This is an optimization exercise on Yosys and OpenROAD, whose aim is small area, a short achievable clock period and few clock cycles per item, not a production implementation. The RTL was checked by simulation tests, not by an equivalence proof against the original design. Power figures rest on the tool's default switching activity, not on a simulated workload.

File: flow/config.mk
export PLATFORM = sky130hd
export DESIGN_NAME = hxi_alu
export DESIGN_NICKNAME = hxi_alu
export VERILOG_FILES = /design/flow/design.v
export SDC_FILE = /design/flow/constraint.sdc
export NUM_CORES = 4
export LEC_CHECK = 0
export CAP_MARGIN = 35
export CORE_MARGIN = 2
export CORE_UTILIZATION = 28
export SETUP_SLACK_MARGIN = 4.6
export SLEW_MARGIN = 35
File: flow/constraint.sdc
create_clock -name core_clock -period 11.0 [get_ports {clk}]
set_input_delay 2.2000 -clock core_clock [delete_from_list [all_inputs] [get_ports {clk}]]
set_output_delay 2.2000 -clock core_clock [all_outputs]
set_load 0.01 [all_outputs]
File: flow/design.v
module hxi_alu (
    input  wire        clk,
    input  wire        rst,
    input  wire        start,
    output wire        ready,
    input  wire [4:0]  fn,
    input  wire [2:0]  ty,
    input  wire [2:0]  ty2,
    input  wire        d,
    input  wire [63:0] wa_in,
    input  wire [63:0] wb_in,
    input  wire [4:0]  flags_in,
    output reg         done,
    output wire [63:0] wa_out,
    output wire [63:0] wb_out,
    output wire [4:0]  flags_out,
    output wire [1:0]  fault
);
    localparam FN_ADD = 5'h00, FN_SUB = 5'h01, FN_MUL = 5'h02, FN_DIV = 5'h03,
               FN_MOD = 5'h04, FN_NEG = 5'h05, FN_ABS = 5'h06, FN_MIN = 5'h07,
               FN_MAX = 5'h08, FN_SQRT = 5'h09, FN_AND = 5'h0A, FN_OR = 5'h0B,
               FN_XOR = 5'h0C, FN_NOT = 5'h0D, FN_SHL = 5'h0E, FN_SHR = 5'h0F,
               FN_SAR = 5'h10, FN_ROL = 5'h11, FN_CVT = 5'h12, FN_TRUNC = 5'h13,
               FN_MOV = 5'h14, FN_SWP = 5'h15, FN_CLRW = 5'h16, FN_SEXTB = 5'h17,
               FN_SEXTH = 5'h18;
    localparam T_I32 = 3'd3, T_U32 = 3'd4, T_I64 = 3'd5;
    localparam F_NONE = 2'd0, F_ILLEGAL = 2'd1, F_DIVZERO = 2'd2;
    localparam I_RUN  = 0,      
               I_EMUL = 1,      
               I_MUL  = 2,      
               I_EDIV = 3,      
               I_DIV  = 4,      
               I_FIN  = 5;      
    localparam S_RUN = 6'b000001, S_EMUL = 6'b000010, S_MUL = 6'b000100,
               S_EDIV = 6'b001000, S_DIV = 6'b010000, S_FIN = 6'b100000;
    reg  [5:0]  state;
    reg         rdy;
    reg         v1;         
    reg  [4:0]  r_fn;
    reg  [2:0]  r_ty, r_ty2;
    reg         r_d;
    reg  [4:0]  r_flags;
    reg         r_ill, r_dz;
    reg  [63:0] X, Y;       
    reg  [66:0] acc;        
    wire [11:0] in_enc;
    wire        in_bsel;
    reg  [11:0] benc;       
    reg  [7:0]  bencb;      
    reg  [5:0]  cnt;
    reg  [3:0]  r_n;        
    reg  [63:0] L;          
    reg         mfin;       
    reg  [2:0]  m_ty;       
    reg         m_d;
    reg  [3:0]  m_n;
    reg  [63:0] dst_r, oth_r;   
    reg  [1:0]  o_xs;           
    reg  [1:0]  fault_r;
    reg         r_swap;     
    reg         r_msel;     
    reg  [6:0]  r_lzn, r_lzd;   
    reg         r_dneg;         
    reg         c_neg, c_sub;   
    reg         c_div, c_mul, c_swp;
    reg  [5:0]  r_ramt;         
    localparam R_AD = 0, R_AM = 1, R_MIN = 2, R_MAX = 3, R_AND = 4, R_OR = 5,
               R_XOR = 6, R_NOT = 7, R_SHL = 8, R_SHR = 9, R_SAR = 10, R_ROL = 11,
               R_CVT = 12, R_Y = 13, R_SXB = 14, R_SXH = 15, R_X = 16;
    reg  [16:0] sel;
    reg  [15:0] in_sel;
    reg         sa, sb;     
    assign ready = rdy;
    wire [63:0] in_dst = d ? wb_in : wa_in;
    wire [63:0] in_oth = d ? wa_in : wb_in;
    wire in_ty_int  = (ty == T_I32) || (ty == T_U32) || (ty == T_I64);
    wire in_ty2_int = (ty2 == T_I32) || (ty2 == T_U32) || (ty2 == T_I64);
    wire in_ill = (fn > FN_SEXTH) || !in_ty_int || (fn == FN_SQRT) || (fn == FN_TRUNC) ||
                  ((fn == FN_CVT) ? !in_ty2_int : (ty2 != 3'd0));
    wire in_isdiv = (fn == FN_DIV) || (fn == FN_MOD);
    wire in_dz  = in_isdiv && (in_oth[31:0] == 32'd0) && ((ty != T_I64) || (in_oth[63:32] == 32'd0));
    wire in_mul = !in_ill && (fn == FN_MUL);
    wire in_div = !in_ill && in_isdiv && !in_dz;
    wire accept = start && rdy;
    wire [63:0] in_wm  = (ty == T_I64) ? 64'hFFFF_FFFF_FFFF_FFFF : 64'h0000_0000_FFFF_FFFF;
    wire       in_nega = (ty != T_U32) && ((ty == T_I64) ? wa_in[63] : wa_in[31]);
    wire       in_negb = (ty != T_U32) && ((ty == T_I64) ? wb_in[63] : wb_in[31]);
    wire [6:0] in_lza  = lzc64((in_nega ? ~wa_in : wa_in) & in_wm);
    wire [6:0] in_lzb  = lzc64((in_negb ? ~wb_in : wb_in) & in_wm);
    wire       in_dneg = d ? in_negb : in_nega;
    wire [6:0] in_lzn  = d ? in_lzb : in_lza;
    wire [6:0] in_lzd  = d ? in_lza : in_lzb;
    wire [6:0] in_sba  = 7'd72 - in_lza;
    wire [6:0] in_sbb  = 7'd72 - in_lzb;
    wire [3:0] in_nwa  = in_sba[6:3];
    wire [3:0] in_nwb  = in_sbb[6:3];
    wire [3:0] in_ndst = d ? in_nwb : in_nwa;
    wire [3:0] in_noth = d ? in_nwa : in_nwb;
    wire       in_swap = (in_ndst < in_noth);           
    wire        fin    = state[I_FIN];
    reg         is32, signd;    
    wire [63:0] wmask  = is32 ? 64'h0000_0000_FFFF_FFFF : 64'hFFFF_FFFF_FFFF_FFFF;
    wire [63:0] a_m    = X & wmask;                                   
    wire [63:0] b_m    = Y & wmask;                                   
    wire [63:0] a_sx   = is32 ? {{32{X[31]}}, X[31:0]} : X;           
    wire [63:0] b_sx   = is32 ? {{32{Y[31]}}, Y[31:0]} : Y;
    wire [63:0] a_val  = signd ? a_sx : a_m;                         
    wire [63:0] b_val  = signd ? b_sx : b_m;
    wire        a_neg  = signd & a_sx[63];
    wire        b_neg  = signd & b_sx[63];
    wire        a_top  = is32 ? X[31] : X[63];                       
    wire        b_top  = is32 ? Y[31] : Y[63];
    wire [63:0] q_abs  = c_div ? X : Y;
    wire        q_neg  = c_div ? (sa ^ sb) : sa;
    wire        ad_neg = fin || c_neg;                            
    wire        ad_sub = fin || c_sub;
    wire [63:0] ad_op1 = ad_neg ? 64'd0 : a_m;
    wire [63:0] ad_op2 = fin ? q_abs : ad_neg ? a_m : b_m;
    wire [64:0] ad     = {1'b0, ad_op1} + {ad_sub, ad_sub ? ~ad_op2 : ad_op2} + {64'd0, ad_sub};
    wire        ad_top = is32 ? ad[31] : ad[63];
    wire        v_add  = (a_top ^ ad_top) & (b_top ^ ad_top);
    wire        v_sub  = (a_top ^ b_top) & (a_top ^ ad_top);
    wire        a_lt_b = signd ? (ad_top ^ v_sub) : ad[64];
    wire [5:0]  sh     = Y[5:0];
    wire [5:0]  ramt   = r_ramt;       
    wire [63:0] rin    = is32 ? {X[31:0], X[31:0]} : X;
    reg  [63:0] rot;
    integer ri;
    always @(*) begin
        rot = rin;
        for (ri = 0; ri < 6; ri = ri + 1)
            if (ramt[ri]) rot = (rot << (1 << ri)) | (rot >> (64 - (1 << ri)));
    end
    reg  [63:0] m_l;       
    reg  [63:0] m_r;       
    integer mi;
    always @(*) begin
        for (mi = 0; mi < 64; mi = mi + 1)
            m_l[mi] = (sh <= mi);
        for (mi = 0; mi < 64; mi = mi + 1)
            m_r[mi] = is32 ? ((mi < 32) ? m_l[31 - mi] : 1'b0) : m_l[63 - mi];
    end
    wire        sh_nz  = (sh != 6'd0);
    wire        sh_inw = !is32 || (sh <= 6'd32);
    wire        rot_top = is32 ? rot[31] : rot[63];
    wire [64:0] cvt_src = {a_val[63] & signd, a_val};
    wire        cvt_lo  = (r_ty2 == T_I32) ? ($signed(cvt_src) < -65'sd2147483648) :
                          (r_ty2 == T_U32) ? cvt_src[64] : 1'b0;
    wire        cvt_hi  = (r_ty2 == T_I32) ? ($signed(cvt_src) > 65'sd2147483647) :
                          (r_ty2 == T_U32) ? ($signed(cvt_src) > 65'sd4294967295) :
                          ($signed(cvt_src) > 65'sd9223372036854775807);
    wire [63:0] cvt_val = cvt_lo ? ((r_ty2 == T_I32) ? 64'hFFFF_FFFF_8000_0000 : 64'd0) :
                          cvt_hi ? ((r_ty2 == T_I32) ? 64'h0000_0000_7FFF_FFFF :
                                    (r_ty2 == T_U32) ? 64'h0000_0000_FFFF_FFFF :
                                                       64'h7FFF_FFFF_FFFF_FFFF) :
                          cvt_src[63:0];
    reg  [2:0]  s_rty;     
    reg         s_v, s_c;
    reg  [63:0] s_oth;     
    always @(*) begin
        s_rty = r_ty;
        s_v   = 1'b0;
        s_c   = 1'b0;
        s_oth = c_swp ? X : Y;
        case (r_fn)
            FN_ADD: begin
                s_c   = is32 ? ad[32] : ad[64];
                s_v   = v_add;
            end
            FN_SUB: begin
                s_c   = ad[64];
                s_v   = v_sub;
            end
            FN_NEG: begin
                s_c   = ad[64];
                s_v   = a_top & ad_top;
            end
            FN_ABS:   s_v   = a_neg & ad_top;
            FN_SHL:   s_c   = sh_nz & sh_inw & rot[0];
            FN_SHR:   s_c   = sh_nz & sh_inw & rot_top;
            FN_SAR:   s_c   = sh_nz & (sh_inw ? rot_top : a_sx[63]);
            FN_ROL:   s_c   = sh_nz & rot[0];
            FN_CVT: begin
                s_rty = r_ty2;
                s_v   = cvt_lo | cvt_hi;
            end
            default: ;
        endcase
    end
    wire        pick_a = (sel[R_MIN] & a_lt_b) | (sel[R_MAX] & ~a_lt_b) | sel[R_AM];
    wire        pick_b = (sel[R_MIN] & ~a_lt_b) | (sel[R_MAX] & a_lt_b);
    wire [63:0] s_res  = ({64{sel[R_AD]}}  & ad[63:0]) |
                         ({64{pick_a}}      & a_m) |
                         ({64{pick_b}}      & b_m) |
                         ({64{sel[R_AND]}} & (X & Y)) |
                         ({64{sel[R_OR]}}  & (X | Y)) |
                         ({64{sel[R_XOR]}} & (X ^ Y)) |
                         ({64{sel[R_NOT]}} & ~X) |
                         ({64{sel[R_SHL]}} & (rot & m_l)) |
                         ({64{sel[R_SHR]}} & (rot & m_r)) |
                         ({64{sel[R_SAR]}} & ((rot & m_r) | (~m_r & {64{a_sx[63]}}))) |
                         ({64{sel[R_ROL]}} & rot) |
                         ({64{sel[R_CVT]}} & cvt_val) |
                         ({64{sel[R_Y]}}   & Y) |
                         ({64{sel[R_SXB]}} & {{56{X[7]}}, X[7:0]}) |
                         ({64{sel[R_SXH]}} & {{48{X[15]}}, X[15:0]}) |
                         ({64{sel[R_X]}}   & X);
    wire        m_first = state[I_EMUL];
    wire [11:0] in_encd = booth_enc({in_dst[7:0], 1'b0});
    assign in_enc  = booth_enc({in_oth[7:0], 1'b0});
    assign in_bsel = in_mul && in_swap;
    wire [63:0] m_a     = r_msel ? b_val : a_val;               
    wire [63:0] m_y     = m_first ? (r_swap ? a_val : b_val) : L;  
    wire [64:0] m_acc   = m_first ? 65'd0 : acc[64:0];
    function [11:0] booth_enc;
        input [8:0] bb;
        integer j;
        begin
            for (j = 0; j < 4; j = j + 1) begin
                booth_enc[3 * j]     = bb[2 * j + 1] ^ bb[2 * j];
                booth_enc[3 * j + 1] = (bb[2 * j +: 3] == 3'b100) || (bb[2 * j +: 3] == 3'b011);
                booth_enc[3 * j + 2] = bb[2 * j + 2];
            end
        end
    endfunction
    function [72:0] booth_pp;      
        input [2:0]  nto;          
        input [1:0]  tob;          
        input [63:0] a;
        input [63:0] b;
        reg   [65:0] ax, bx, mag;
        reg          neg;
        begin
            neg = nto[2];
            ax  = {{2{a[63]}}, a};
            bx  = {{2{b[63]}}, b};
            mag = ({66{nto[0]}} & ax) | ({66{nto[1]}} & {ax[64:0], 1'b0}) |
                  ({66{tob[0]}} & bx) | ({66{tob[1]}} & {bx[64:0], 1'b0});
            booth_pp = {{7{neg ^ mag[65]}}, (neg ? ~mag : mag)};
        end
    endfunction
    wire [72:0] m_pp0 = booth_pp(benc[2:0], bencb[1:0], a_val, b_val);
    wire [72:0] m_pp1 = booth_pp(benc[5:3], bencb[3:2], a_val, b_val);
    wire [72:0] m_pp2 = booth_pp(benc[8:6], bencb[5:4], a_val, b_val);
    wire [72:0] m_pp3 = booth_pp(benc[11:9], bencb[7:6], a_val, b_val);
    wire [72:0] m_neg = {66'd0, benc[11], 1'b0, benc[8], 1'b0, benc[5], 1'b0, benc[2]};
    function [145:0] csa;          
        input [72:0] a, b, c;
        begin
            csa = {((a & b) | (a & c) | (b & c)) << 1, a ^ b ^ c};
        end
    endfunction
    wire [72:0] m_acx = {{8{m_acc[64]}}, m_acc};
    wire [145:0] m_l1a = csa(m_acx, m_pp0, {m_pp1[70:0], 2'b0});
    wire [145:0] m_l1b = csa({m_pp2[68:0], 4'b0}, {m_pp3[66:0], 6'b0}, m_neg);
    wire [145:0] m_l2  = csa(m_l1a[72:0], m_l1a[145:73], m_l1b[72:0]);
    wire [145:0] m_l3  = csa(m_l2[72:0], m_l2[145:73], m_l1b[145:73]);
    wire [72:0] m_sum = m_l3[72:0] + m_l3[145:73];
    function [6:0] lzc64;          
        input [63:0] v;
        reg [31:0] z1; reg [31:0] c1;
        reg [15:0] z2; reg [31:0] c2;
        reg [7:0]  z3; reg [23:0] c3;
        reg [3:0]  z4; reg [15:0] c4;
        reg [1:0]  z5; reg [9:0]  c5;
        reg        z6; reg [5:0]  c6;
        integer i;
        begin
            for (i = 0; i < 32; i = i + 1) begin
                z1[i] = ~(v[2 * i + 1] | v[2 * i]);
                c1[i] = ~v[2 * i + 1];
            end
            for (i = 0; i < 16; i = i + 1) begin
                z2[i] = z1[2 * i + 1] & z1[2 * i];
                c2[2 * i +: 2] = z1[2 * i + 1] ? {1'b1, c1[2 * i]} : {1'b0, c1[2 * i + 1]};
            end
            for (i = 0; i < 8; i = i + 1) begin
                z3[i] = z2[2 * i + 1] & z2[2 * i];
                c3[3 * i +: 3] = z2[2 * i + 1] ? {1'b1, c2[4 * i +: 2]} : {1'b0, c2[4 * i + 2 +: 2]};
            end
            for (i = 0; i < 4; i = i + 1) begin
                z4[i] = z3[2 * i + 1] & z3[2 * i];
                c4[4 * i +: 4] = z3[2 * i + 1] ? {1'b1, c3[6 * i +: 3]} : {1'b0, c3[6 * i + 3 +: 3]};
            end
            for (i = 0; i < 2; i = i + 1) begin
                z5[i] = z4[2 * i + 1] & z4[2 * i];
                c5[5 * i +: 5] = z4[2 * i + 1] ? {1'b1, c4[8 * i +: 4]} : {1'b0, c4[8 * i + 4 +: 4]};
            end
            z6 = z5[1] & z5[0];
            c6 = z5[1] ? {1'b1, c5[0 +: 5]} : {1'b0, c5[5 +: 5]};
            lzc64 = z6 ? 7'd64 : {1'b0, c6};
        end
    endfunction
    wire [63:0] b_mag  = b_neg ? (~b_sx + 64'd1) : b_m;
    wire [63:0] a_mag  = a_neg ? (ad[63:0] & wmask) : a_m;
    wire [7:0]  d_k    = {1'b0, r_lzd} - {1'b0, r_lzn} + {7'd0, r_dneg};    
    wire [6:0]  d_sh   = d_k[6:0] | 7'd1;
    wire [66:0] d_al   = {3'd0, b_mag} << d_sh;
    wire [68:0] d_d1   = {2'd0, acc};                 
    wire [68:0] d_d2   = {3'd0, acc[66:1]};           
    wire [68:0] d_ry   = {5'd0, Y};                   
    wire [68:0] d_t1   = d_ry - d_d1;
    wire [68:0] d_t2   = d_ry - d_d2;
    wire [68:0] d_cs   = d_ry ^ ~d_d1 ^ ~d_d2;       
    wire [68:0] d_cc   = ((d_ry & ~d_d1) | (d_ry & ~d_d2) | (~d_d1 & ~d_d2)) << 1;
    wire [68:0] d_t3   = d_cs - ~{d_cc[68:1], 1'b1};  
    wire        d_ok1  = !d_t1[68];
    wire        d_ok2  = d_ok1 ? !d_t3[68] : !d_t2[68];
    wire [63:0] d_r2   = d_ok1 ? (d_ok2 ? d_t3[63:0] : d_t1[63:0])
                               : (d_ok2 ? d_t2[63:0] : Y);
    wire [127:0] m_cat = {acc[63:0], L} >> {(4'd8 - m_n), 3'd0};
    wire [63:0]  m_p   = m_cat[63:0];
    wire [130:0] m_c   = {acc, L};
    wire [66:0]  m_df  = m_c[129:63] ^ m_c[130:64];    
    reg  [8:1]   m_seg;
    reg          m_hfit, m_up;
    integer      hk;
    always @(*) begin
        for (hk = 1; hk <= 8; hk = hk + 1)
            m_seg[hk] = |m_df[64 - 8 * hk +: 8];
        m_hfit = 1'b0;
        m_up   = |m_df[66:64];
        for (hk = 1; hk <= 8; hk = hk + 1) begin
            m_up = m_up | m_seg[hk];
            if (m_n == hk) m_hfit = !m_up;
        end
    end
    reg  [63:0] p_res;
    reg         p_v;
    always @(*) begin
        p_res = q_neg ? ad[63:0] : q_abs;
        p_v   = c_div && signd && !(sa ^ sb) && (is32 ? X[31] : X[63]);
    end
    function [63:0] extend;
        input [63:0] v;
        input [2:0]  t;
        begin
            case (t)
                T_I32:   extend = {{32{v[31]}}, v[31:0]};
                T_U32:   extend = {32'd0, v[31:0]};
                default: extend = v;
            endcase
        end
    endfunction
    wire [1:0]  e_fault = r_ill ? F_ILLEGAL : r_dz ? F_DIVZERO : F_NONE;
    function [1:0] xcode;
        input [2:0] t;
        begin
            xcode = (t == T_I32) ? 2'd1 : (t == T_U32) ? 2'd2 : 2'd0;
        end
    endfunction
    function [63:0] xapply;
        input [63:0] v;
        input [1:0]  x;
        begin
            xapply = (x == 2'd1) ? {{32{v[31]}}, v[31:0]} :
                     (x == 2'd2) ? {32'd0, v[31:0]} : v;
        end
    endfunction
    reg         mf_v;
    always @(*) begin
        case (m_ty)
            T_I32:   mf_v = !((m_p[63:31] == 33'd0) || (m_p[63:31] == {33{1'b1}}));
            T_U32:   mf_v = (m_p[63:32] != 32'd0);
            default: mf_v = !m_hfit;
        endcase
    end
    wire [63:0] mf_dst = extend(m_p, m_ty);
    wire        mf_z   = (m_ty == T_I64) ? (m_p == 64'd0) : (m_p[31:0] == 32'd0);
    wire        mf_n   = (m_ty == T_I64) ? m_p[63] : m_p[31];
    reg         o_pass, o_side, o_w64;
    reg  [4:0]  o_flags;
    wire [63:0] o_dst = dst_r;
    wire        o_z   = o_w64 ? (o_dst == 64'd0) : (o_dst[31:0] == 32'd0);
    wire        o_n   = o_w64 ? o_dst[63] : o_dst[31];
    assign flags_out = mfin ? {2'b00, mf_v, mf_n, mf_z} :
                       o_pass ? o_flags : {o_flags[4:2], o_n, o_z};
    wire [63:0] p_dst = mfin ? mf_dst : xapply(dst_r, o_xs);
    wire        p_sd  = mfin ? m_d : o_side;
    assign wa_out    = p_sd ? oth_r : p_dst;
    assign wb_out    = p_sd ? p_dst : oth_r;
    assign fault     = mfin ? F_NONE : fault_r;
    always @(*) begin
        in_sel[R_AD]  = (fn == FN_ADD) || (fn == FN_SUB) || (fn == FN_NEG) || ((fn == FN_ABS) && in_dneg);
        in_sel[R_AM]  = (fn == FN_ABS) && !in_dneg;
        in_sel[R_MIN] = (fn == FN_MIN);
        in_sel[R_MAX] = (fn == FN_MAX);
        in_sel[R_AND] = (fn == FN_AND);
        in_sel[R_OR]  = (fn == FN_OR);
        in_sel[R_XOR] = (fn == FN_XOR);
        in_sel[R_NOT] = (fn == FN_NOT);
        in_sel[R_SHL] = (fn == FN_SHL);
        in_sel[R_SHR] = (fn == FN_SHR);
        in_sel[R_SAR] = (fn == FN_SAR);
        in_sel[R_ROL] = (fn == FN_ROL);
        in_sel[R_CVT] = (fn == FN_CVT);
        in_sel[R_Y]   = (fn == FN_MOV) || (fn == FN_SWP);
        in_sel[R_SXB] = (fn == FN_SEXTB);
        in_sel[R_SXH] = (fn == FN_SEXTH);
    end
    always @(posedge clk) begin
        if (rst) begin
            state <= S_RUN;
            rdy   <= 1'b1;
            v1    <= 1'b0;
            done  <= 1'b0;
            mfin  <= 1'b0;
        end else begin
            done <= 1'b0;
            v1   <= 1'b0;
            mfin <= 1'b0;
            case (1'b1)
                state[I_RUN]: begin
                    if (v1)
                        done <= 1'b1;
                end
                state[I_EMUL]: begin
                    cnt <= {2'd0, r_n} - 6'd1;
                    if (r_n == 4'd1) begin
                        state <= S_RUN;
                        done  <= 1'b1;
                        mfin  <= 1'b1;
                    end else begin
                        state <= S_MUL;
                        rdy   <= (r_n == 4'd2);
                    end
                end
                state[I_MUL]: begin
                    cnt <= cnt - 6'd1;
                    if (cnt == 6'd1) begin
                        state <= S_RUN;
                        done  <= 1'b1;
                        mfin  <= 1'b1;
                    end else
                        rdy   <= (cnt == 6'd2);
                end
                state[I_EDIV]: begin
                    cnt <= d_k[6:1] + 6'd1;
                    if (d_k[7]) begin
                        state <= S_FIN;
                        rdy   <= 1'b1;
                    end else
                        state <= S_DIV;
                end
                state[I_DIV]: begin
                    cnt <= cnt - 6'd1;
                    if (cnt == 6'd1) begin
                        state <= S_FIN;
                        rdy   <= 1'b1;
                    end
                end
                state[I_FIN]: begin
                    done  <= 1'b1;
                    state <= S_RUN;
                end
            endcase
            if (accept) begin
                v1    <= 1'b1;
                state <= in_mul ? S_EMUL : in_div ? S_EDIV : S_RUN;
                rdy   <= !((in_mul && (in_swap ? in_ndst : in_noth) != 4'd1) || in_div);
            end
        end
    end
    always @(posedge clk) begin
        r_msel <= 1'b0;
        case (1'b1)
            state[I_EMUL], state[I_MUL]: begin
                X     <= m_a;
                L     <= {m_sum[7:0], m_y[63:8]};
                benc  <= booth_enc(m_y[15:7]);
                bencb <= 8'd0;
                acc   <= {{2{m_sum[72]}}, m_sum[72:8]};
                if (m_first) begin
                    m_ty <= r_ty;
                    m_d  <= r_d;
                    m_n  <= r_n;
                end
            end
            state[I_EDIV]: begin
                X   <= 64'd0;
                Y   <= a_mag;
                acc <= d_al;
                sa  <= a_neg;
                sb  <= b_neg;
            end
            state[I_DIV]: begin
                X   <= {X[61:0], d_ok1, d_ok2};
                Y   <= d_r2;
                acc <= {2'b0, acc[66:2]};
            end
            default: ;
        endcase
        if (accept) begin
            r_fn    <= fn;
            r_ty    <= ty;
            is32    <= (ty != T_I64);
            signd   <= (ty != T_U32);
            r_ty2   <= ty2;
            r_d     <= d;
            r_flags <= flags_in;
            r_ill   <= in_ill;
            r_dz    <= in_dz;
            X       <= in_dst;
            Y       <= in_oth;
            r_n     <= in_swap ? in_ndst : in_noth;
            r_swap  <= in_swap;
            r_msel  <= in_mul && in_swap;
            r_lzn   <= in_lzn;
            r_dneg  <= in_dneg;             
            r_lzd   <= in_lzd;
            c_neg   <= (fn == FN_NEG) || (fn == FN_ABS) || (fn == FN_DIV) || (fn == FN_MOD);
            c_sub   <= (fn != FN_ADD);
            c_div   <= (fn == FN_DIV);
            c_mul   <= (fn == FN_MUL);
            c_swp   <= (fn == FN_SWP) && !in_ill;
            r_ramt  <= ((fn == FN_SHL) || (fn == FN_ROL)) ? in_oth[5:0] : (6'd0 - in_oth[5:0]);
            sel     <= (in_ill || in_dz) ? (17'd1 << R_X) : {1'b0, in_sel};
            benc    <= in_bsel ? (in_encd & 12'b100_100_100_100) : in_enc;
            bencb   <= in_bsel ? {in_encd[10:9], in_encd[7:6], in_encd[4:3], in_encd[1:0]} : 8'd0;
        end
    end
    always @(posedge clk) begin
        if (fin) begin
            fault_r <= F_NONE;
            o_pass  <= 1'b0;
            o_side  <= r_d;
            o_w64   <= !is32;
            o_xs    <= xcode(r_ty);
            o_flags <= {1'b0, 1'b0, p_v, 2'b00};
            dst_r   <= p_res;
        end else if (state[I_RUN] || state[I_EMUL] || state[I_EDIV]) begin
            fault_r <= e_fault;
            o_pass  <= r_ill || r_dz;
            o_side  <= r_d;
            o_w64   <= (s_rty == T_I64);
            o_xs    <= (r_ill || r_dz || c_swp) ? 2'd0 : xcode(s_rty);
            o_flags <= (r_ill || r_dz) ? r_flags : {1'b0, s_c, s_v, 2'b00};
            dst_r   <= s_res;
            oth_r   <= s_oth;
        end
    end
endmodule
File: flow/run.sh
#!/bin/bash
# synth_recipe.tcl (not shown) runs the flow's synth.tcl, then flattens the netlist and writes it again
# the make line also repeats each setting of config.mk as NAME=value (left out here)
make -C /OpenROAD-flow-scripts/flow DESIGN_CONFIG=/design/flow/config.mk WORK_HOME=/design/flow/orfs CLKGATE_MAP_FILE= SYNTH_SCRIPT=/design/flow/synth_recipe.tcl finish
==> impl_results.md, run 1 <==
* Std-Cell Rows at 214
* Pre-Repair DR Iteration Count at 13
* Mapped Area at about 95000 um^2
* CTS H-tree depth at 3
* Cell depth of the worst flop-to-flop path at 22
* Core ar. at between 300000 and 400000 um^2
* Die Height at just under 600 um
* Leading post-synthesis cells by cell area: edfxtp_1, ha_1, mux2i_1, nand2_1, fa_1
* Hold crit path type: flip-flop to flip-flop
* Metal2 WL at 281000 um
* Placer congestion estimate at roughly 1.2
* DP HPWL at 574000 um
* Port Buffers at 284
* Met1 WL at 273000 um
* Commonest non-fill, non-tap cell in the layout: nand2_1
* Synthesis-to-finish area growth at 21.8%
* Post-synth top area share at 0.156
* Yosys reg bits at 514
* Post-synthesis cell count at 12400
* Most frequent cells in the layout: nand2_1, a21oi_1, o21ai_0
* Most used DFF post-synth: edfxtp_1
* Die Wd at 587 um
* Worst slack, placed at 1.59 ns
* Drt wl/cell at about 43 um
* Clk sink count at 514
* Max-cap check violation count at 0
* DR WL met3 at between 100000 and 150000 um
* Grt total ovfl at 0
* Power per cell area at 209 nW/um^2
* Top Layer Used: met5
* Initial DRC count at 20800
* CP Launch Type: flip-flop
* Worst path slowest cell: edfxtp_1
* Kind of critical path: flip-flop to flip-flop
* Global-route wire length before repair at 978000 um
* CP arrival at 7.39 ns
* Unique masters post-synth at 105
* Run status: timing/DRC/antenna clean
* Drt via density at 6.77
* Antenna violations before repair at 101
* Worst path buffer plus inverter count at 3
* Fin worst setup slack at 4.10 ns
* Final period util at 0.627
* Fin area at 116000 um^2
* WL final at roughly 750000 um
* CTS Buffer Depth at 3
* Max VDD drop at ~0.00029 V
* Post-Route Setup TNS at 0 ns
* Max FO, Critical Path at 38
* Syn Nets at 13500
* GRT Util Overall at 0.415
* Root Buffer: clkbuf_16
* Rel. slew slack at 0.219
* Fin. max-slew vios at 0
* Worst slew pin tran at between 1 and 1.5 ns
* Nets at 13700
* Worst Skew at 0.0545 ns
* Async S/R FF share, synth at 0
* Post-synthesis sequential area ratio at 0.160
* CTS tree: done
* Largest net degree at the start of global routing at 125
* CP Depth at 22
* DRT antenna net count at 0
* Slowest stage delay, CP at 0.72 ns
* Pleak at 46.6 nW
* Number of flops mapped to enable cells by yosys at 496
* CP required at approximately 11 ns
* Max Freq at between 0.1 and 0.15 GHz
* Synth area leader: edfxtp_1
* Fin. Hold Viols at 0
* Yosys Warn Count at 1
* Later-pin clock latency in the skew report at a little under 0.8 ns
* Ports at 285
* Hold-fix buffers, CTS at 0
* Hold Crit Depth at 0
* Layout cells sized above 1 at 0.169
* Setup-failing EPs final at 0
* Kind of cell adding the most delay to the critical path: compound AO/OA/AOI/OAI gates
* Syn Area/Cell at 7.66 um^2
* Worst setup EP type: flip-flop
* Drt drc at 0
* RSZ-0062 raised after global routing: true
* CTS Buf Count at between 70 and 80
* Area after DPL at 105000 um^2
* Initial cell density of the core at 0.281
* Vias at about 120k
* Worst-path cell chain: buf_6 > a22o_1 > a221oi_2 > xnor2_1 > ha_1 > inv_1 > fa_1 > fa_1 > inv_1 > ha_4 > o21a_1 > o21a_1 > o32ai_2 > or4b_4 > a211o_4 > a31o_4 > a31o_4 > o31ai_4 > a21o_4 > nand4_1 > mux2_4 > or4_4
* Clock transition at path regs at ~0.060 ns
* Vias in the first global route at ~100k
* Crit path time final at 6.90 ns
* Die footprint at 345000 um^2
-- final cells by class --
class | count | area [um^2]
Clock inverter | 42 | 380
Sequential cell | 514 | 15300
Antenna cell | 105 | 263
Timing Repair Buffer | 1247 | 12100
Inverter | 677 | 2730
Clock buffer | 95 | 2050
Tap cell | 4536 | 5680
Multi-Input combinational cell | 10100 | 77500
Fill cell | 36000 | 223000
-- cell families after synthesis --
logic type	count (synthesis)	share of synthesized area
flip-flops	514	0.160
buffers and inverters	1812	0.0724
multiplexers	898	0.107
AND/OR/NAND/NOR	3452	0.164
adder cells (fa/ha/maj)	918	0.142
AO/OA/AOI/OAI	4151	0.291
XOR/XNOR	692	0.0636
-- where the power goes --
group          total [mW]  internal, mW  switching (mW)  leakage (nW)
Clock                2.64          1.44            1.20          1.17
Combinational        19.1          6.84            12.3          40.5
Sequential           2.46          2.31           0.155          4.88
-- metal layers --
metal,track usage,vias to the layer above
met4,0.328,74
li1,-,46600
met1,0.488,57200
met3,0.218,2777
met5,0.0462,-
met2,0.551,10600
-- synth_stat cells (all sizes together) (94+ instances only) --
master / n
o211ai: 117
xor2: 238
a211oi: 140
a221oi: 406
a21o: 248
a21oi: 966
o21ai: 1013
buf: 225
nor3: 177
fa: 269
clkbuf: 910
nand3: 224
mux2: 115
ha: 649
xnor2: 454
a31oi: 142
inv: 669
nand2: 1438
a22oi: 94
mux2i: 699
nand4: 146
nor2: 830
edfxtp: 496
a22o: 244
nor4: 132
-- state kept, by name (all words and copies together) (netlist names), 7 cells and up --
name	cells
benc	12
X	64
bencb	8
L	64
Y	64
r_lzd	7
acc	67
dst_r	64
r_lzn	7
oth_r	64
sel	17
-- worst reg2reg max path, delay by kind of cell (launching register included) --
family | cells | cell delay [ns]
AOI/OAI and AO/OA | 10 | 2.01
muxes | 1 | 0.36
adders and majority gates | 4 | 1.69
DFF | 1 | 0.72
buffers and inverters | 3 | 0.60
xor gates and xnor gates | 1 | 0.18
and+or+nand+nor | 3 | 1.09
-- final timing paths --
kind                          startpoint           endpoint  slack [ns]
setup reg to reg  bencb[5]$_SDFFCE_PN0P_  acc[62]$_DFFE_PP_        4.10
hold / removal             r_d$_DFFE_PP_      m_d$_DFFE_PP_        0.46
hold reg to reg            r_d$_DFFE_PP_      m_d$_DFFE_PP_        0.46
setup / recovery  bencb[5]$_SDFFCE_PN0P_  acc[62]$_DFFE_PP_        4.10
-- metrics by stage --
stage | std cells | hold slack [ns] | util | power, mW
floorplan | 12400 | 0.421 | - | 12.7
global route | 17300 | 0.459 | 0.341 | 24.9
detailed placement | 16700 | 0.441 | 0.310 | 18.6
finish | 17300 | 0.455 | 0.342 | 24.2
global placement | 16700 | 0.434 | 0.308 | 18.5
CTS | 17200 | 0.453 | 0.337 | 22.7
-- what timing repair did --
action	4_1_cts	5_1_grt
buffers inserted	314	36
cloned	31	6
setup endpoints to repair	358	230
pin swaps	188	67
gates resized for setup	966	271
Testbench counts, summed over its fixed seeds: cycles 14,416, ops 6,000.
==> run 2: changes to the inputs <==
--- a/flow/config.mk
+++ b/flow/config.mk
@@ -10,3 +10,3 @@
 export CORE_UTILIZATION = 28
-export SETUP_SLACK_MARGIN = 4.6
+export SETUP_SLACK_MARGIN = 5.0
 export SLEW_MARGIN = 35
==> run 2 against run 1 <==
Compared with the run above: cell count grew 1.1%; count of clock-buffer cells in the layout down 2; sequential share of layout area fell by 0.34 points; wire length down 1.4%; register-to-register slack got worse by 0.16 ns; worst setup slack got worse by 0.16 ns; utilization is 0.92 points higher; critical path depth rose by 1; highest routed layer unchanged.
==> impl_results.md, run 2 <==
* Run status: timing/DRC/antenna clean
* DP HPWL at 561000 um (-2.2%)
* Later-pin clock latency in the skew report at 0.89 ns (+0.11 ns)
* Hold Crit Depth at 0 (unchanged)
* Worst setup EP type: flip-flop
* Worst path slowest cell: fa_1
* Initial DRC count at 20100 (-3.2%)
* WL final at 743000 um (-1.4%)
* Post-synthesis cell count at 12400 (unchanged)
* Fill cells at 35700 (-0.61%)
* CTS Buffer Depth at 4 (+1)
* Commonest non-fill, non-tap cell in the layout: nand2_1
* Die footprint at 345000 um^2 (unchanged)
* DRT antenna net count at 0 (unchanged)
* Area after DPL at 105000 um^2 (-0.22%)
* Slowest stage delay, CP at 0.60 ns (-0.12 ns)
* Vias in the first global route at 105000 (+0.18%)
* Worst slack, placed at 1.59 ns (-0.00265 ns)
* CP Depth at 23 (+4.5%)
* Fin area at 119000 um^2 (+2.7%)
* Synth top cells by count: nand2_1, o21ai_0, a21oi_1
* CTS H-tree depth at 3 (unchanged)
* Core ar. at 339000 um^2 (unchanged)
* Pre-Repair DR Iteration Count at 13 (unchanged)
* Worst path buffer plus inverter count at 5 (+2)
* CTS Buf Count at 80 (+3.9%)
* Clk sink count at 514 (unchanged)
* Post-synth top area share at 0.156 (unchanged)
* Number of flops mapped to enable cells by yosys at 496 (unchanged)
* Kind of critical path: flip-flop to flip-flop
* Antenna violations before repair at 91 (-9.9%)
* Global-route wire length before repair at 964000 um (-1.4%)
* Power per cell area at 208 nW/um^2 (-0.35%)
* Leading post-synthesis cells by cell area: edfxtp_1, ha_1, mux2i_1, nand2_1, fa_1
* Fin. Hold Viols at 0 (unchanged)
* Die Height at 587 um (unchanged)
* Overall power at 24.8 mW (+2.3%)
* Drt via density at 6.69 (-1.1%)
* Initial cell density of the core at 0.281 (unchanged)
* Syn Area/Cell at 7.66 um^2 (unchanged)
* Most used cell, CP: buf_4
* Yosys reg bits at 514 (unchanged)
* Worst slew pin tran at 1.41 ns (+0.245 ns)
* Vias at 117000 (-0.066%)
* Fin. max-slew vios at 0 (unchanged)
* Setup-failing EPs final at 0 (unchanged)
* Die Wd at 587 um (unchanged)
* GRT Util Overall at 0.407 (-0.00787)
* Rel. slew slack at 0.0633 (-0.155)
* Most used DFF post-synth: edfxtp_1
* Max Freq at 0.142 GHz (-2.3%)
* Port Buffers at 284 (unchanged)
* Worst-path cell chain: buf_4 > inv_1 > o21ai_4 > buf_4 > buf_4 > a221oi_4 > xor2_1 > fa_1 > fa_2 > fa_1 > inv_2 > ha_4 > a21oi_2 > o221ai_2 > a41oi_2 > or3_1 > a31o_4 > a31o_4 > o31ai_4 > a21o_1 > nand4_1 > mux2_4 > or4_1
* Clock transition at path regs at 0.06 ns (about the same)
* Mapped Area at 95200 um^2 (unchanged)
* Ports at 285 (unchanged)
* Worst Skew at 0.114 ns (+0.0597 ns)
* Crit path time final at 7.06 ns (+0.163 ns)
* Post-synthesis sequential area ratio at 0.160 (unchanged)
* CTS tree: done
* Pleak at 47.9 nW (+2.9%)
* Syn Nets at 13500 (unchanged)
* Layout cells sized above 1 at 0.201 (+0.0324)
* RSZ-0062 raised after global routing: true
* Nets at 13900 (+1.4%)
* Post-Route Setup TNS at 0 ns (unchanged)
* Count leader, synth: nand2_1
* Cell depth of the worst flop-to-flop path at 23 (+4.5%)
* Synth area leader: edfxtp_1
* Most frequent cells in the layout: nand2_1, buf_4, o21ai_0
* CP Launch Type: flip-flop
* CP arrival at 7.58 ns (+0.19 ns)
* Max FO, Critical Path at 13 (-66%)
* Max-cap check violation count at 0 (unchanged)
* Root Buffer: clkbuf_16
* Largest net degree at the start of global routing at 117 (-6.4%)
* Final period util at 0.642 (+0.0148)
* Yosys Warn Count at 1 (unchanged)
* Unique masters post-synth at 105 (unchanged)
* Placer congestion estimate at 1.13 (-2.5%)
* Number of flip-flops in the largest register at 67 (unchanged)
* Async S/R FF share, synth at 0 (unchanged)
* Hold crit path type: flip-flop to flip-flop
* Grt total ovfl at 0 (unchanged)
* CP required at 11.52 ns (+0.03 ns)
* Max VDD drop at 0.000229 V (-20%)
* Fin worst setup slack at 3.94 ns (-0.163 ns)
* Std-Cell Rows at 214 (unchanged)
* Drt drc at 0 (unchanged)
* Drt wl/cell at 42.4 um (-2.5%)
* Top reg by flops: acc
* Synthesis-to-finish area growth at 25.1%
* Kind of cell adding the most delay to the critical path: compound AO/OA/AOI/OAI gates
## run 2: cell counts after synthesis
No cell type changed its count.
## run 2: report_power, final
group / internal, mW / total [mW] / switching (mW)
combinational: 7.07 / 19.6 / 12.5
sequential: 2.31 / 2.47 / 0.165
clock: 1.56 / 2.77 / 1.21
total: 10.9 / 24.8 / 13.9
## run 2: kinds of logic after synthesis
family,Yosys count,share of synthesized area
and+or+nand+nor,3452,0.164
AOI/OAI and AO/OA,4151,0.291
DFF,514,0.160
xor gates and xnor gates,692,0.0636
buffers and inverters,1812,0.0724
muxes,898,0.107
adders and majority gates,918,0.142
## run 2: what timing repair did
item | CTS | global route
endpoints found under the setup margin | 342 | 278
hold buffers | 0 | 0
pin swaps | 233 | 188
resized for setup | 1436 | 529
buffers inserted | 402 | 175
cloned | 31 | 7
## run 2: layout make-up
| type | instances | area (um^2) | share of cell area |
|---|---|---|---|
| timing repair buffer | 1445 | 13800 | 0.116 |
| multi-input combinational | 10100 | 78800 | 0.662 |
| clock buffer | 93 | 2110 | 0.0177 |
| sequential | 514 | 15300 | 0.128 |
| inverter | 677 | 2730 | 0.0230 |
| tap | 4536 | 5680 | 0.0477 |
| antenna | 94 | 235 | 0.00197 |
| clock inverter | 45 | 457 | 0.00383 |
## run 2: worst paths after layout
kind	start	endpoint	slack, ns
hold / removal	r_d$_DFFE_PP_	m_d$_DFFE_PP_	0.45
hold reg to reg	r_d$_DFFE_PP_	m_d$_DFFE_PP_	0.45
setup / recovery	X[33]$_DFFE_PP_	acc[62]$_DFFE_PP_	3.94
setup reg to reg	X[33]$_DFFE_PP_	acc[62]$_DFFE_PP_	3.94
## run 2: per-stage QoR
stage / hold slack [ns] / instances / util
3_3_place_gp: 0.431 / 16600 / 0.308
5_1_grt: 0.460 / 17400 / 0.351
6_report: 0.455 / 17500 / 0.351
2_1_floorplan: 0.421 / 12400 / -
4_1_cts: 0.450 / 17200 / 0.340
3_5_place_dp: 0.435 / 16700 / 0.310
## run 2: routing by layer
layer | global-route usage | up-vias | wire length [um]
li1 | - | 47000 | -
met5 | 0.0271 | - | 2490
met2 | 0.538 | 10100 | 277000
met1 | 0.478 | 57400 | 268000
met4 | 0.329 | 74 | 76100
met3 | 0.216 | 2664 | 118000
## run 2: worst reg2reg max path: cells and delay by family, from the launching register on
| family | cells | cell delay (ns) |
|---|---|---|
| multiplexers | 1 | 0.31 |
| flip-flops | 1 | 0.32 |
| AO/OA/AOI/OAI | 9 | 2.03 |
| XOR/XNOR | 1 | 0.20 |
| AND/OR/NAND/NOR | 3 | 0.86 |
| adder cells (fa/ha/maj) | 4 | 1.91 |
| buffers and inverters | 5 | 1.09 |

[what the ideal ports hide]
No port has a modelled driver above. Below, the same layouts with a new extraction and two added sets of constraints. Step 1 sets driving cells, clkbuf_16 on the clock port and buf_2 on the other inputs (assumed; they add their load-dependent delay and slew). Step 2 also shifts input and output timing later by t, the mid clock arrival at the registers, as if the neighbouring blocks saw the same clock. a / b / c = ideal ports / drivers / drivers and shift; a / b = the first two.
| run | shift t [ns] | setup WS [ns] | worst setup path after step 2 | slew at the worst register clock pin (ns) |
|---|---|---|---|---|
| run 1 | 0.874 | 4.101 / 4.101 / 3.662 | input to register | 0.09 / 0.09 |
| run 2 | 0.948 | 3.938 / 3.938 / 3.546 | input to register | 0.09 / 0.09 |
After both steps every run listed still meets setup and hold. The setup slack of run 1, which loses most, moves by 0.000 ns with the drivers and by -0.439 ns with both steps.
